Background: an optimization exercise with open tools, aiming at a short achievable clock period and few clock cycles per item. Do not read the settings as production practice. Function was checked by simulation only, so behaviour that the tests miss may differ from the original. No activity file was given, so power comes from the tool's default toggle rates.

**flow/design.v**
```verilog
module cell_screen (
    input  wire               clk,
    input  wire               rst,
    input  wire               tone_we,
    input  wire [7:0]         tone_addr,
    input  wire [11:0]        tone_data,
    input  wire [11:0]        lev1,
    input  wire [11:0]        lev2,
    input  wire [11:0]        lev3,
    input  wire               in_valid,
    output wire               in_ready,
    input  wire [7:0]         in_pix,
    input  wire signed [15:0] in_err,
    input  wire               in_miss,
    input  wire               in_last,
    input  wire signed [15:0] in_inl,
    input  wire signed [15:0] in_inr,
    output wire               out_valid,
    input  wire               out_ready,
    output wire [1:0]         out_level,
    output wire signed [15:0] out_err,
    output wire               out_last,
    output wire signed [15:0] out_el,
    output wire signed [15:0] out_er
);
    localparam integer CAP = 15;     
    function [21:0] add22;
        input [21:0] a;
        input [21:0] b;
        input        ci;
        reg   [21:0] p0, g, p, gn, pn;
        integer      i, l, s;
        begin
            p0   = a ^ b;
            g    = a & b;
            p    = p0;
            g[0] = g[0] | (p0[0] & ci);
            for (l = 0; l < 5; l = l + 1) begin
                s  = 1 << l;
                gn = g;
                pn = p;
                for (i = 0; i < 22; i = i + 1) begin
                    if (i >= s) begin
                        gn[i] = g[i] | (p[i] & g[i - s]);
                        pn[i] = p[i] & p[i - s];
                    end
                end
                g = gn;
                p = pn;
            end
            add22 = p0 ^ {g[20:0], ci};
        end
    endfunction
    function [21:0] add22x3;
        input [21:0] a;
        input [21:0] b;
        input [21:0] c;
        input        ci;
        reg   [21:0] s, k;
        begin
            s = a ^ b ^ c;
            k = (a & b) | (a & c) | (b & c);
            add22x3 = add22(s, {k[20:0], 1'b0}, ci);
        end
    endfunction
    function [21:0] add22x4;
        input [21:0] a;
        input [21:0] b;
        input [21:0] c;
        input [21:0] d;
        input        ci;
        reg   [21:0] s, k;
        begin
            s = a ^ b ^ c;
            k = (a & b) | (a & c) | (b & c);
            add22x4 = add22x3(s, {k[20:0], 1'b0}, d, ci);
        end
    endfunction
    function [21:0] add22x5;
        input [21:0] a;
        input [21:0] b;
        input [21:0] c;
        input [21:0] d;
        input [21:0] e;
        input        ci;
        reg   [21:0] s, k;
        begin
            s = a ^ b ^ c;
            k = (a & b) | (a & c) | (b & c);
            add22x5 = add22x4(s, {k[20:0], 1'b0}, d, e, ci);
        end
    endfunction
    function [21:0] add22x6;
        input [21:0] a;
        input [21:0] b;
        input [21:0] c;
        input [21:0] d;
        input [21:0] e;
        input [21:0] f;
        input        ci;
        reg   [21:0] s, k;
        begin
            s = a ^ b ^ c;
            k = (a & b) | (a & c) | (b & c);
            add22x6 = add22x5(s, {k[20:0], 1'b0}, d, e, f, ci);
        end
    endfunction
    function signed [16:0] sat17;
        input [21:0] v;
        begin
            if ($signed(v) > 22'sd32767)
                sat17 = 17'sd32767;
            else if ($signed(v) < -22'sd32769)
                sat17 = -17'sd32769;
            else
                sat17 = v[16:0];
        end
    endfunction
    function gt17;
        input [21:0] nd;             
        input [16:0] t;
        reg   [21:0] r;
        begin
            r    = add22({{5{t[16]}}, t}, nd, 1'b1);
            gt17 = r[17];
        end
    endfunction
    function signed [15:0] clamp16;
        input signed [21:0] v;
        begin
            if (v > 22'sd32767)
                clamp16 = 16'sh7fff;
            else if (v < -22'sd32768)
                clamp16 = 16'sh8000;
            else
                clamp16 = v[15:0];
        end
    endfunction
    reg        tw_we;
    reg [7:0]  tw_addr;
    reg [11:0] tw_data;
    reg [11:0] tone [0:255];
    always @(posedge clk) begin
        tw_we   <= tone_we;
        tw_addr <= tone_addr;
        tw_data <= tone_data;
        if (tw_we)
            tone[tw_addr] <= tw_data;
    end
    reg [11:0] l1, l2, l3;
    reg [11:0] h1, h2, h3;           
    always @(posedge clk) begin
        l1 <= lev1;
        l2 <= lev2;
        l3 <= lev3;
        h1 <= l1 >> 1;
        h2 <= ({1'b0, l1} + {1'b0, l2}) >> 1;
        h3 <= ({1'b0, l2} + {1'b0, l3}) >> 1;
    end
    reg        in_ready_r;
    reg [15:0] inflight;             
    reg        ov;                   
    wire acc = in_valid & in_ready_r;
    wire pop = ov & out_ready;
    wire [15:0] inflight_up = {inflight[14:0], 1'b1};
    wire [15:0] inflight_dn = {1'b0, inflight[15:1]};
    always @(posedge clk) begin
        if (rst) begin
            inflight   <= 16'd0;
            in_ready_r <= 1'b1;
        end else if (acc & !pop) begin
            inflight   <= inflight_up;
            in_ready_r <= !inflight_up[CAP - 1];
        end else if (!acc & pop) begin
            inflight   <= inflight_dn;
            in_ready_r <= !inflight_dn[CAP - 1];
        end else begin
            in_ready_r <= !inflight[CAP - 1];
        end
    end
    assign in_ready = in_ready_r;
    reg               i_v;
    reg        [15:0] i_hi, i_lo;
    reg signed [15:0] i_err, i_inl, i_inr;
    reg               i_miss, i_last;
    reg               i_first;       
    always @(posedge clk) begin
        i_v    <= acc & ~rst;
        i_hi   <= 16'd1 << in_pix[7:4];
        i_lo   <= 16'd1 << in_pix[3:0];
        i_err  <= in_err;
        i_inl  <= in_inl;
        i_inr  <= in_inr;
        i_miss <= in_miss;
        i_last <= in_last;
        if (rst)
            i_first <= 1'b1;
        else if (i_v)
            i_first <= i_last;
    end
    reg [11:0] c_T;
    reg [11:0] c_grp;
    integer    gi, gj;
    always @(*) begin
        c_T = 12'd0;
        for (gi = 0; gi < 16; gi = gi + 1) begin
            c_grp = 12'd0;
            for (gj = 0; gj < 16; gj = gj + 1)
                c_grp = c_grp | ({12{i_lo[gj]}} & tone[gi * 16 + gj]);
            c_T = c_T | ({12{i_hi[gi]}} & c_grp);
        end
    end
    wire [21:0] c_inl = i_first ? {{6{i_inl[15]}}, i_inl} : 22'd0;
    wire [21:0] c_inr = i_last  ? {{6{i_inr[15]}}, i_inr} : 22'd0;
    wire [21:0] c_P   = add22x3({{6{i_err[15]}}, i_err}, c_inl, c_inr, 1'b0);
    reg               s1_v;
    reg        [11:0] s1_T;
    reg signed [17:0] s1_P;
    reg               s1_miss, s1_last, s1_first;
    always @(posedge clk) begin
        s1_v     <= i_v & ~rst;
        s1_T     <= c_T;
        s1_P     <= c_P[17:0];
        s1_miss  <= i_miss;
        s1_last  <= i_last;
        s1_first <= i_first;
    end
    wire [21:0] x_P  = {{4{s1_P[17]}}, s1_P};
    wire [21:0] x_T  = {10'd0, s1_T};
    wire [21:0] c_TP = add22(x_P, x_T, 1'b0);
    wire [21:0] c_thi = add22(22'd32767, ~x_P, 1'b1);
    wire [21:0] c_tlo = add22(-22'sd32769, ~x_P, 1'b1);
    wire [21:0] c_Ehi = add22x3(x_T, 22'd32767, s1_miss ? 22'd0 : ~{10'd0, l3},
                                !s1_miss);
    wire [21:0] c_Elo = add22(x_T, -22'sd32768, 1'b0);
    reg               sa_v;
    reg        [21:0] sa_TP;
    reg signed [16:0] sa_thi, sa_tlo;
    reg        [21:0] sa_Ehi, sa_Elo;
    reg               sa_miss, sa_last, sa_first;
    always @(posedge clk) begin
        sa_v     <= s1_v & ~rst;
        sa_TP    <= c_TP;
        sa_thi   <= sat17(c_thi);
        sa_tlo   <= sat17(c_tlo);
        sa_Ehi   <= c_Ehi;
        sa_Elo   <= c_Elo;
        sa_miss  <= s1_miss;
        sa_last  <= s1_last;
        sa_first <= s1_first;
    end
    wire [21:0] c_t1 = add22({10'd0, h1}, ~sa_TP, 1'b1);
    wire [21:0] c_t2 = add22({10'd0, h2}, ~sa_TP, 1'b1);
    wire [21:0] c_t3 = add22({10'd0, h3}, ~sa_TP, 1'b1);
    wire [21:0] c_Q1 = add22(sa_TP, ~{10'd0, l1}, 1'b1);
    wire [21:0] c_Q2 = add22(sa_TP, ~{10'd0, l2}, 1'b1);
    wire [21:0] c_Q3 = add22(sa_TP, ~{10'd0, l3}, 1'b1);
    wire [21:0] c_R0 = add22({sa_TP[18:0], 3'd0}, ~sa_TP, 1'b1);
    wire [21:0] c_G0 = add22({sa_TP[20:0], 1'b0}, sa_TP, 1'b0);
    wire [21:0] c_G1 = add22x3({sa_TP[20:0], 1'b0}, sa_TP, -22'sd4, 1'b0);
    wire [21:0] c_h7 = add22({sa_Ehi[18:0], 3'd0}, ~sa_Ehi, 1'b1);
    wire [21:0] c_h5 = add22({sa_Ehi[19:0], 2'd0}, sa_Ehi, 1'b0);
    wire [21:0] c_l7 = add22({sa_Elo[18:0], 3'd0}, ~sa_Elo, 1'b1);
    wire [21:0] c_l5 = add22({sa_Elo[19:0], 2'd0}, sa_Elo, 1'b0);
    reg               sb_v;
    reg signed [16:0] sb_t1, sb_t2, sb_t3, sb_thi, sb_tlo;
    reg        [21:0] sb_Q0, sb_Q1, sb_Q2, sb_Q3;
    reg        [19:0] sb_R0;
    reg        [17:0] sb_G0, sb_G1;
    reg        [15:0] sb_ah, sb_bh, sb_al, sb_bl;
    reg        [17:0] sb_Ehi, sb_Elo;
    reg               sb_miss, sb_last, sb_first;
    always @(posedge clk) begin
        sb_v     <= sa_v & ~rst;
        sb_t1    <= sat17(c_t1);
        sb_t2    <= sat17(c_t2);
        sb_t3    <= sat17(c_t3);
        sb_thi   <= sa_thi;
        sb_tlo   <= sa_tlo;
        sb_Q0    <= sa_TP;
        sb_Q1    <= c_Q1;
        sb_Q2    <= c_Q2;
        sb_Q3    <= c_Q3;
        sb_R0    <= c_R0[19:0];
        sb_G0    <= c_G0[17:0];
        sb_G1    <= c_G1[17:0];
        sb_ah    <= c_h7[19:4];
        sb_bh    <= c_h5[19:4];
        sb_al    <= c_l7[19:4];
        sb_bl    <= c_l5[19:4];
        sb_Ehi   <= sa_Ehi[17:0];
        sb_Elo   <= sa_Elo[17:0];
        sb_miss  <= sa_miss;
        sb_last  <= sa_last;
        sb_first <= sa_first;
    end
    wire [21:0] c_R1 = add22({sb_Q1[18:0], 3'd0}, ~sb_Q1, 1'b1);
    wire [21:0] c_R2 = add22({sb_Q2[18:0], 3'd0}, ~sb_Q2, 1'b1);
    wire [21:0] c_R3 = add22({sb_Q3[18:0], 3'd0}, ~sb_Q3, 1'b1);
    wire [21:0] c_CH = add22({6'd0, sb_ah}, sb_miss ? {6'd0, sb_bh} : 22'd0, 1'b0);
    wire [21:0] c_CL = add22({6'd0, sb_al}, sb_miss ? {6'd0, sb_bl} : 22'd0, 1'b0);
    reg               s2_v;
    reg signed [16:0] s2_t1, s2_t2, s2_t3, s2_thi, s2_tlo;
    reg        [19:0] s2_R0, s2_R1, s2_R2, s2_R3;    
    reg        [17:0] s2_G0, s2_G1;                  
    reg        [17:0] s2_Q0, s2_Q1, s2_Q2, s2_Q3;    
    reg        [17:0] s2_Ehi, s2_Elo;
    reg        [15:0] s2_CH, s2_CL;
    reg               s2_miss, s2_last, s2_first;
    always @(posedge clk) begin
        s2_v     <= sb_v & ~rst;
        s2_t1    <= sb_t1;
        s2_t2    <= sb_t2;
        s2_t3    <= sb_t3;
        s2_thi   <= sb_thi;
        s2_tlo   <= sb_tlo;
        s2_R0    <= sb_R0;
        s2_R1    <= c_R1[19:0];
        s2_R2    <= c_R2[19:0];
        s2_R3    <= c_R3[19:0];
        s2_G0    <= sb_G0;
        s2_G1    <= sb_G1;
        s2_Q0    <= sb_Q0[17:0];
        s2_Q1    <= sb_Q1[17:0];
        s2_Q2    <= sb_Q2[17:0];
        s2_Q3    <= sb_Q3[17:0];
        s2_Ehi   <= sb_Ehi;
        s2_Elo   <= sb_Elo;
        s2_CH    <= c_CH[15:0];
        s2_CL    <= c_CL[15:0];
        s2_miss  <= sb_miss;
        s2_last  <= sb_last;
        s2_first <= sb_first;
    end
    reg signed [15:0] d;             
    wire [21:0] dx  = {{6{d[15]}}, d};
    wire [21:0] ndx = ~dx;
    wire gt1 = gt17(ndx, s2_t1);
    wire gt2 = gt17(ndx, s2_t2);
    wire gt3 = gt17(ndx, s2_t3);
    wire hi  = gt17(ndx, s2_thi);
    wire lo  = !gt17(ndx, s2_tlo);
    wire [21:0] sF0 = add22x3({dx[18:0], 3'd0}, ndx, {2'd0, s2_R0}, 1'b1);
    wire [21:0] sF1 = add22x3({dx[18:0], 3'd0}, ndx, {2'd0, s2_R1}, 1'b1);
    wire [21:0] sF2 = add22x3({dx[18:0], 3'd0}, ndx, {2'd0, s2_R2}, 1'b1);
    wire [21:0] sF3 = add22x3({dx[18:0], 3'd0}, ndx, {2'd0, s2_R3}, 1'b1);
    wire [21:0] sG0 = add22x3({dx[20:0], 1'b0}, dx, {4'd0, s2_G0}, 1'b0);
    wire [21:0] sG1 = add22x3({dx[20:0], 1'b0}, dx, {4'd0, s2_G1}, 1'b0);
    wire [3:0] m = d[3:0] + s2_Q0[3:0];
    reg        corr;
    always @(*) begin
        case (m)
            4'd2, 4'd3, 4'd4, 4'd6, 4'd8, 4'd9, 4'd11,
            4'd12, 4'd15: corr = 1'b1;
            default:      corr = 1'b0;
        endcase
    end
    wire u_hi = hi;
    wire u_lo = !hi & lo;
    wire u_in = !hi & !lo;
    wire u_G0 = u_in & s2_miss & !corr;
    wire u_G1 = u_in & s2_miss & corr;
    wire u_F3 = u_in & !s2_miss & gt3;
    wire u_F2 = u_in & !s2_miss & !gt3 & gt2;
    wire u_F1 = u_in & !s2_miss & !gt2 & gt1;
    wire u_F0 = u_in & !s2_miss & !gt1;
    wire [15:0] dr_col = ({16{u_hi}} & s2_CH)
                       | ({16{u_lo}} & s2_CL)
                       | ({16{u_G0}} & sG0[17:2])
                       | ({16{u_G1}} & sG1[17:2])
                       | ({16{u_F3}} & sF3[19:4])
                       | ({16{u_F2}} & sF2[19:4])
                       | ({16{u_F1}} & sF1[19:4])
                       | ({16{u_F0}} & sF0[19:4]);
    wire        keep   = !s2_last;
    wire [15:0] d_next = ({16{u_hi & keep}} & s2_CH)
                       | ({16{u_lo & keep}} & s2_CL)
                       | ({16{u_G0 & keep}} & sG0[17:2])
                       | ({16{u_G1 & keep}} & sG1[17:2])
                       | ({16{u_F3 & keep}} & sF3[19:4])
                       | ({16{u_F2 & keep}} & sF2[19:4])
                       | ({16{u_F1 & keep}} & sF1[19:4])
                       | ({16{u_F0 & keep}} & sF0[19:4]);
    wire [1:0] kk = gt3 ? 2'd3 : gt2 ? 2'd2 : gt1 ? 2'd1 : 2'd0;
    wire [1:0] k  = s2_miss ? 2'd0 : kk;
    always @(posedge clk) begin
        if (rst)
            d <= 16'sd0;
        else if (s2_v)
            d <= d_next;
    end
    reg               s3_v;
    reg        [15:0] s3_d, s3_dr;
    reg        [1:0]  s3_k;
    reg               s3_hi, s3_lo;
    reg        [17:0] s3_Q;
    reg        [17:0] s3_Ehi, s3_Elo;
    reg               s3_miss, s3_last, s3_first;
    always @(posedge clk) begin
        s3_v     <= s2_v & ~rst;
        s3_d     <= d;
        s3_dr    <= dr_col;
        s3_k     <= k;
        s3_hi    <= hi;
        s3_lo    <= lo;
        case (k)
            2'd0:    s3_Q <= s2_Q0;
            2'd1:    s3_Q <= s2_Q1;
            2'd2:    s3_Q <= s2_Q2;
            default: s3_Q <= s2_Q3;
        endcase
        s3_Ehi   <= s2_Ehi;
        s3_Elo   <= s2_Elo;
        s3_miss  <= s2_miss;
        s3_last  <= s2_last;
        s3_first <= s2_first;
    end
    wire [21:0] c_eu = add22({4'd0, s3_Q}, {{6{s3_d[15]}}, s3_d}, 1'b0);
    reg               se_v;
    reg        [17:0] se_e;
    reg        [15:0] se_dr;
    reg        [1:0]  se_k;
    reg               se_miss, se_last, se_first;
    always @(posedge clk) begin
        se_v     <= s3_v & ~rst;
        se_e     <= s3_hi ? s3_Ehi : s3_lo ? s3_Elo : c_eu[17:0];
        se_dr    <= s3_dr;
        se_k     <= s3_k;
        se_miss  <= s3_miss;
        se_last  <= s3_last;
        se_first <= s3_first;
    end
    wire [21:0] xe   = {{4{se_e[17]}}, se_e};
    wire [21:0] c_e3 = add22({xe[20:0], 1'b0}, xe, 1'b0);
    wire [21:0] c_e5 = add22({xe[19:0], 2'd0}, xe, 1'b0);
    wire [21:0] c_e7 = add22({xe[18:0], 3'd0}, ~xe, 1'b1);
    reg               s4_v;
    reg        [17:0] s4_e;
    reg        [17:0] s4_ddl, s4_dd0, s4_dr0;
    reg        [15:0] s4_dr;
    reg        [1:0]  s4_k;
    reg               s4_miss, s4_last, s4_first;
    always @(posedge clk) begin
        s4_v     <= se_v & ~rst;
        s4_e     <= se_e;
        s4_ddl   <= c_e3[21:4];
        s4_dd0   <= c_e5[21:4];
        s4_dr0   <= c_e7[21:4];
        s4_dr    <= se_dr;
        s4_k     <= se_k;
        s4_miss  <= se_miss;
        s4_last  <= se_last;
        s4_first <= se_first;
    end
    wire [21:0] x4e   = {{4{s4_e[17]}}, s4_e};
    wire [21:0] x4dr0 = {{4{s4_dr0[17]}}, s4_dr0};
    wire [21:0] x4ddl = {{4{s4_ddl[17]}}, s4_ddl};
    wire [21:0] x4dd0 = {{4{s4_dd0[17]}}, s4_dd0};
    wire [21:0] c_ddr = add22x5(x4e, ~x4dr0, ~x4ddl, ~x4dd0, 22'd2, 1'b1);
    wire [21:0] c_er  = add22x6(x4e, ~x4dr0, ~x4ddl, ~x4dd0, 22'd2,
                                {{6{s4_dr[15]}}, s4_dr}, 1'b1);
    reg               s5_v;
    reg        [17:0] s5_ddl, s5_dd, s5_ddr;
    reg        [15:0] s5_er;
    reg        [1:0]  s5_k;
    reg               s5_last, s5_first;
    always @(posedge clk) begin
        s5_v     <= s4_v & ~rst;
        s5_ddl   <= s4_ddl;
        s5_dd    <= s4_miss ? 18'd0 : s4_dd0;
        s5_ddr   <= c_ddr[17:0];
        s5_er    <= c_er[15:0];
        s5_k     <= s4_k;
        s5_last  <= s4_last;
        s5_first <= s4_first;
    end
    reg               h_v;
    reg        [1:0]  h_k;
    reg        [18:0] h_acc;         
    reg        [17:0] h_ddr;         
    reg               h_last;
    reg        [15:0] h_el, h_er;
    wire emit = h_v & (s5_v | h_last);
    wire [21:0] c_acc = add22(s5_first ? 22'd0 : {{4{h_ddr[17]}}, h_ddr},
                              {{4{s5_dd[17]}}, s5_dd}, 1'b0);
    wire [21:0] c_fin = add22({{3{h_acc[18]}}, h_acc},
                              h_last ? 22'd0 : {{4{s5_ddl[17]}}, s5_ddl}, 1'b0);
    reg               b_v;
    reg        [1:0]  b_level;
    reg        [15:0] b_err, b_el, b_er;
    reg               b_last;
    always @(posedge clk) begin
        if (rst)
            h_v <= 1'b0;
        else if (s5_v)
            h_v <= 1'b1;
        else if (emit)
            h_v <= 1'b0;
        if (s5_v) begin
            h_k    <= s5_k;
            h_acc  <= c_acc[18:0];
            h_ddr  <= s5_ddr;
            h_last <= s5_last;
            h_er   <= s5_er;
            if (s5_first)
                h_el <= s5_ddl[15:0];
        end
        b_v     <= emit & ~rst;
        b_level <= h_k;
        b_err   <= clamp16(c_fin);
        b_last  <= h_last;
        b_el    <= h_el;
        b_er    <= h_er;
    end
    localparam integer W = 2 + 16 + 1 + 16 + 16;
    reg [W-1:0] qb [0:15];
    reg [3:0]   q_wp, q_rp, q_hp;    
    reg         q_ne;                
    reg [W-1:0] head;
    wire [W-1:0] b_word = {b_level, b_err, b_last, b_el, b_er};
    wire         take   = !ov | out_ready;      
    wire         from_q = take & q_ne;
    wire [3:0]   q_rp1  = q_rp + 4'd1;
    wire [W-1:0] q_new  = qb[q_rp];
    wire [W-1:0] q_old  = qb[q_hp];
    always @(posedge clk) begin
        if (rst) begin
            ov   <= 1'b0;
            q_wp <= 4'd0;
            q_rp <= 4'd0;
            q_ne <= 1'b0;
        end else begin
            if (take)
                ov <= q_ne;
            if (b_v)
                q_wp <= q_wp + 4'd1;
            if (from_q)
                q_rp <= q_rp1;
            q_ne <= b_v | (from_q ? (q_rp1 != q_wp) : q_ne);
        end
        if (from_q)
            q_hp <= q_rp;
        if (b_v)
            qb[q_wp] <= b_word;
        head <= take ? q_new : q_old;
    end
    assign out_valid = ov;
    assign {out_level, out_err, out_last, out_el, out_er} = head;
endmodule
```
**flow/config.mk**
```make
export PLATFORM = sky130hd
export DESIGN_NAME = cell_screen
export DESIGN_NICKNAME = cell_screen
export VERILOG_FILES = /design/flow/design.v
export SDC_FILE = /design/flow/constraint.sdc
export NUM_CORES = 4
export LEC_CHECK = 0
export ABC_CLOCK_PERIOD_IN_PS = 3000
export CAP_MARGIN = 20
export CORE_MARGIN = 2
export CORE_UTILIZATION = 60
export CTS_CLUSTER_DIAMETER = 50
export CTS_CLUSTER_SIZE = 32
export SLEW_MARGIN = 20
```
**flow/standard.sh**
```bash
#!/bin/bash
# synth_recipe.tcl (not shown) runs the flow's synth.tcl, then flattens the netlist and writes it again
# the make line also repeats each setting of config.mk as NAME=value (left out here)
make -C /OpenROAD-flow-scripts/flow DESIGN_CONFIG=/design/flow/config.mk WORK_HOME=/design/flow/orfs CLKGATE_MAP_FILE= SYNTH_SCRIPT=/design/flow/synth_recipe.tcl "${@:-finish}"
```
**flow/flow/run.sh**
```bash
#!/bin/bash
# Standard layout, with repair_timing aiming for slack well above 0 so that
# the resizer works on the paths that set the achieved period.
set -euo pipefail
bash standard.sh SETUP_SLACK_MARGIN=15.3 finish > orfs_make.log 2>&1
```
**flow/constraint.sdc**
```tcl
create_clock -name core_clock -period 20.0 [get_ports {clk}]
set_input_delay 4.0000 -clock core_clock [delete_from_list [all_inputs] [get_ports {clk}]]
set_output_delay 4.0000 -clock core_clock [all_outputs]
set_load 0.01 [all_outputs]
```
==> run summary <==
[final cells by class]
cell class / instances / area (um2) / share of cell area, %
clock buffer: 603 / 14100 / 5.90
tap: 4620 / 5780 / 2.41
sequential: 5332 / 147000 / 61.2
inverter: 705 / 2700 / 1.13
clock inverter: 360 / 4200 / 1.76
timing repair buffer: 563 / 4830 / 2.02
antenna: 20 / 50.0 / 0.0209
multi-input combinational: 6865 / 61100 / 25.5
[registers in the layout, summed over array words and instances, names as in the netlist, 19 cells and up, named ones only]
name   cells
s2_R1     19
tone    3072
h_acc     19
sb_Q3     20
sb_Q1     20
qb       816
head      51
sb_Q2     20
s2_R2     19
sa_TP     22
s2_R3     19
[cells in the mapped netlist, types with 39 or more instances]
library cell,instances
a22o_1,615
clkbuf_1,432
nand4_1,237
a21o_1,110
o21a_1,73
mux2_2,67
a21oi_1,295
buf_1,144
nor2b_1,118
a21boi_0,44
nand3_1,193
xnor2_1,338
o21ai_0,268
or3_1,39
mux4_2,510
nor3_1,143
dfxtp_1,1368
a221oi_1,613
a22oi_1,417
fa_1,172
edfxtp_1,3964
nand2_1,383
xor2_1,133
inv_1,702
ha_1,696
and2_1,100
o21bai_1,47
a31oi_1,48
nor2_1,666
nand2b_1,74
[final timing paths]
kind | start | to | slack [ns] | depth (start not counted)
max | head[3] | out_er[3] | 14.48 | 1
min | sb_R0[13] | s2_R0[13] | 0.31 | 0
max reg2reg | i_lo[14] | s1_T[4] | 15.33 | 10
min reg2reg | sb_R0[13] | s2_R0[13] | 0.31 | 0
[metal layers]
metal / global-route usage (%) / routed length [um]
met1: 47.3 / 241000
met2: 55.0 / 293000
met3: 5.81 / 59300
met4: 16.1 / 33000
met5: 0 / 107
[cells in the final DEF, fill, tap and decap left out, drive strengths merged, types with 138 or more instances in the layout]
cell type	n
a21oi	296
a221oi	613
a22o	615
a22oi	417
buf	446
clkbuf	603
clkinv	138
dfxtp	1368
edfxtp	3964
fa	172
ha	696
inv	827
mux4	510
nand2	385
nand3	193
nand4	237
nor2	666
nor3	143
o21ai	289
xnor2	339
[where the power goes]
group	total [mW]	switching, mW	internal (mW)
logic	10.9	6.41	4.46
registers	13.9	0.877	13.0
clock network	10.4	4.54	5.84
total	35.2	11.8	23.4
[per-stage QoR]
step           cells  setup WS, ns  total power, mW  hold WS (ns)
3_5_place_dp   18000         13.98             24.7         0.312
3_3_place_gp   18000         14.05             24.4         0.310
2_1_floorplan  13500         15.00             21.3         0.310
6_report       19100         14.48             35.2         0.308
5_1_grt        19100         14.44             36.9         0.321
4_1_cts        19000         14.40             35.0         0.309
[cell families (layout without fill, tap and decap cells)]
| group | count (synthesis) | count (layout) | synth area share, % |
|---|---|---|---|
| AOI/OAI and AO/OA | 2799 | 2799 | 10.1 |
| xor gates and xnor gates | 472 | 472 | 1.96 |
| adders and majority gates | 868 | 868 | 5.74 |
| buffers and inverters | 1283 | 2231 | 2.28 |
| DFF | 5332 | 5332 | 69.1 |
| muxes | 611 | 611 | 5.94 |
| other | 0 | 20 | 0 |
| and+or+nand+nor | 2115 | 2115 | 4.89 |
[what timing repair did]
action / 4_1_cts / 5_1_grt
pin swaps: 0 / 3
resized for setup: 270 / 51
endpoints found under the setup margin: 158 / 123
buffers inserted: 36 / 1
endpoints found under the hold margin: 0 / 0
==> run summary <==
Max IR drop VDD=307 uV; Remaining Overflow, GRT=0; Avg WL per Cell=32.9 um; fin nets=15,000; # H-tree levels=6; RSZ-0062 raised after global routing=true; CTS Buf Count=522; Die Wd=598 um; crit path DAT=1.52 ns; worst min-delay path category=reg -> reg; Clock transition at path regs=0.07 ns; Core Rows=218; drt drc=0; Clock Path Buffers=4; hold_buf cts=0; Final Cycle Share=between 20% and 30%; WP buf/inv=1; final design utilization=68.1%; Post-synth ARST share=0%; # fillers=around 24,000; Synth Instances=13,500; Crit path max-delay family=flip-flops; Die Ht=598 um; final count of negative-setup-slack endpoints=0; share of cells above drive strength 1=approximately 16%; die area=358,000 um2; P per Cell Area=147 nW/um2; synth top area cells=edfxtp_1 56%, dfxtp_1 13%, mux4_2 5.4%; Synth Warn #=1; clock skew=0.0724 ns; worst-path cell chain=buf_6; EDFF count, synth=3,964; synthesis-to-layout area growth=13.1%; total negative setup slack=0 ns; cell area after layout=about 240,000 um2; CP peak stage delay=0.36 ns; area leader, netlist=edfxtp_1; total iterations of the first detailed-routing run=8; Req. time, crit path=16.00 ns; sequential element share of the synthesized area=69.1%; Sink Count=approximately 5,300; Starting Density=60.2%; Netlist cell types=97; top fanout value on the critical path=1; initial antenna violation count=38; Placer Congestion=0.925; slew at the pin with the worst max-slew slack=between 1 and 1.5 ns; Leak Pwr=83.6 nW; Setup Crit Path Kind=reg -> out; clk root buf=clkbuf_16; PortBufs=roughly 170; Detail Route Antenna Nets=0; Detail Placement HPWL=just under 400,000 um; crit path time final=5.52 ns; maxcap violations=0; Crit. End Element=output port; Main synth FF type=edfxtp_1; routed via count=128,000; Syn Nets=14,500; Hold Fails Final Rpt=0; synthesized area=between 200,000 and 250,000 um2; pin count of the biggest net entering global routing=170; fmax=181 MHz; flops & latches, synth=5,332; Crit-path slowest cell=dfxtp_2; TritonCTS clock tree=built; vias per cell=6.69; Pins Over Slew Limit=0; first-pass GRT wire length=roughly 900,000 um; Total Routing Usage GR=34.7%; Synth top area share=56.2%; I/O Pins=172; clock latency (worst-skew pair)=1.07 ns; Slew HR=19.9%; outcome=finished clean; Core ar.=352,000 um2; drt total wl=around 630,000 um; crit path launch type=flip-flop; placed inst area=between 200,000 and 250,000 um2; Mapped Avg Cell Area=15.7 um2; DR iter-0 viols=16,200; vias in the first global route=125,000
Testbench counts, summed over its fixed seeds: cycles 190,376, items 190,272.

==> what the ideal ports hide <==
In the flow no input, the clock included, has a driving cell. The finished layout below was timed again as built, in two steps.
Step 1 sets driving cells, clkbuf_16 on the clock port and buf_2 on the other inputs (assumed; they add their load-dependent delay and slew).
Step 2 adds t to the input delays and takes it off the output delays; t is the mean of the earliest and latest rising clock arrival at the registers after step 1. Input paths then give back, and output paths get back, about the clock's delay inside the block.
a / b / c = ideal ports / drivers / drivers and shift; a / b = the first two.
t, ns: 1.147
setup WS [ns]: 14.480 / 14.369 / 14.291
worst setup path at the end: input to register
worst data-port slew with drivers (ns): 0.09
After both steps setup and hold are still met in this run. For this run, drivers alone change the setup slack by -0.111 ns; drivers and shift together by -0.189 ns.
